What follows belongs to an exercise in optimizing a design on an open flow for small area, a short achievable clock period and few clock cycles per item; a production flow would make more cautious choices.
Only simulation tests tie the RTL to the original design; equivalence was not proved.

Design ftn_iv_perm, start of the top module:
module ftn_iv_perm (
    input  wire         clk,
    input  wire         rst,         
    input  wire [127:0] w,           
    input  wire         in_valid,
    output wire         in_ready,
    input  wire [63:0]  x,           
    output wire         out_valid,
    input  wire         out_ready,
    output wire [63:0]  iv
);
    function [63:0] bswap64(input [63:0] v);
        integer i;
        begin
            for (i = 0; i < 8; i = i + 1)
                bswap64[8*i +: 8] = v[63-8*i -: 8];
        end
    endfunction
    function [63:0] rotl(input [63:0] v, input integer b);
        rotl = (v << b) | (v >> (64 - b));
    endfunction
    function [39:0] msg(input [31:0] r, input [2:0] i);
        msg = {r[7:0], r[15:8], r[23:16], r[31:24], 5'd0, i};
    endfunction
    function [63:0] add64(input [63:0] a, input [63:0] b);
        reg [63:0] g, p, gg, pp, gn, pn;
        integer i, d, j;
        begin
            g = a & b;
            p = a ^ b;
            gg = g; pp = p;
            for (d = 1; d < 64; d = d * 2) begin
                gn = gg; pn = pp;
                for (i = 0; i < 64; i = i + 1)
                    if ((i / d) % 2 == 1) begin
                        j = (i / d) * d - 1;
                        gn[i] = gg[i] | (pp[i] & gg[j]);
                        pn[i] = pp[i] & pp[j];
                    end
                gg = gn; pp = pn;
            end
            add64 = p ^ {gg[62:0], 1'b0};
        end
    endfunction
    localparam [1:0] EMPTY = 2'd0, BUSY = 2'd1, WAIT = 2'd2;
    reg [63:0] sv0, sv1, sv2, sv3;
    reg [31:0] sl, sr;
    reg [5:0]  sph;          
    reg [1:0]  sfi;          
    reg [1:0]  sst;
    reg        sold;         
    reg [63:0] tv0, tv1, tv2, tv3;
    reg [31:0] tl, tr;
    reg [5:0]  tph;
    reg [1:0]  tfi;
    reg [1:0]  tst;
    reg        told;
    reg [63:0] oq;
    reg        ov;
    wire [63:0] k0 = bswap64(w[127:64]);
    wire [63:0] k1 = bswap64(w[63:0]);
    wire [63:0] i0 = k0 ^ 64'h736f6d6570736575;
    wire [63:0] i1 = k1 ^ 64'h646f72616e646f6d;
    wire [63:0] i2 = k0 ^ 64'h6c7967656e657261;
    wire [63:0] i3 = k1 ^ 64'h7465646279746573 ^ {8'd5, 56'd0};   
    wire [63:0] a  = add64(sv0, sv1);
    wire [63:0] b  = add64(sv2, sv3);
    wire [63:0] h1 = rotl(sv1, 13) ^ a;
    wire [63:0] h0 = rotl(a, 32);
  ...
export LEC_CHECK = 0
export CAP_MARGIN = 20
export CORE_MARGIN = 2
export CORE_UTILIZATION = 40
export CTS_CLUSTER_DIAMETER = 80
export CTS_CLUSTER_SIZE = 30
export SLEW_MARGIN = 20
export SETUP_SLACK_MARGIN = 6.25
export BUFFER_PORTS_ARGS = -buffer_cell sky130_fd_sc_hd__buf_1
create_clock -name core_clock -period 10.0 [get_ports {clk}]
standard.sh (not shown) runs the stock make flow with config.mk's settings and CLKGATE_MAP_FILE= SYNTH_SCRIPT=/design/flow/synth_recipe.tcl, a recipe that flattens the netlist after the stock synthesis.
==> flow/flow/run.sh <==
#!/bin/bash
set -eu
cat >> config.mk <<'EOF'
export SETUP_SLACK_MARGIN = 6.25
export BUFFER_PORTS_ARGS = -buffer_cell sky130_fd_sc_hd__buf_1
EOF
bash standard.sh > standard.log 2>&1
The baseline passed the timing, DRC and antenna checks.
Testbench counts at the start, summed over its fixed seeds: cycles 38,440, items 1,600.
Edit:
==> flow/flow/run.sh (replaced) <==
#!/bin/bash
set -eu
echo "export SETUP_SLACK_MARGIN = 6" >> config.mk
bash standard.sh > standard.log 2>&1
Settings changed: BUFFER_PORTS_ARGS -buffer_cell sky130_fd_sc_hd__buf_1 to unset, CTS_CLUSTER_DIAMETER 80 to unset, CTS_CLUSTER_SIZE 30 to unset, SETUP_SLACK_MARGIN 6.25 to 6.
Outcome:
- The new run passed the timing, DRC and antenna checks
- worst hold slack improved by 0.0041 ns
- setup slack degrades by 0.087 ns
- wire length is about the same
- utilization rose by 1.4 points
- cell area increases by 2.8%
- area after synthesis is unchanged
- critical path depth went down by 3
Edit:
==> flow/flow/run.sh (replaced) <==
#!/bin/bash
set -eu
cat >> config.mk <<'EOF'
export SETUP_SLACK_MARGIN = 6
export BUFFER_PORTS_ARGS = -buffer_cell sky130_fd_sc_hd__buf_1
EOF
bash standard.sh > standard.log 2>&1
Settings changed: BUFFER_PORTS_ARGS set to -buffer_cell sky130_fd_sc_hd__buf_1, CTS_CLUSTER_DIAMETER set to 80, CTS_CLUSTER_SIZE set to 30.
After rerunning: The changed run ran to the end with no violations. Non-clock buffer count came out lower by 30. Wire length is lower slightly. Worst setup slack is worse by 0.047 ns. Via count shrinks slightly.

## static timing again, ports no longer ideal
The results above use ideal ports. As a check the final layouts listed here were re-extracted and re-timed, cells and wires unchanged. Step 1 assumes that a clkbuf_16 drives the clock port and a buf_2 every other input. Step 2 times the ports against the registers' clock, not the clock port: input delays grow and output delays shrink by t, the midpoint of the rising clock arrivals with the driver on. Three values: ideal, step 1, step 2; two values: the first two.
run	t, ns	slack for setup (ns)	worst data-port slew with drivers (ns)
the first run	0.685	6.102 / 6.102 / 5.668	0.11
the second run	0.718	6.015 / 6.015 / 5.353	0.07
the third run	0.679	5.967 / 5.967 / 5.410	0.12
After both steps setup and hold are still met in every run listed. For the second run, which loses most, drivers alone change the setup slack by 0.000 ns; drivers and shift together by -0.662 ns.
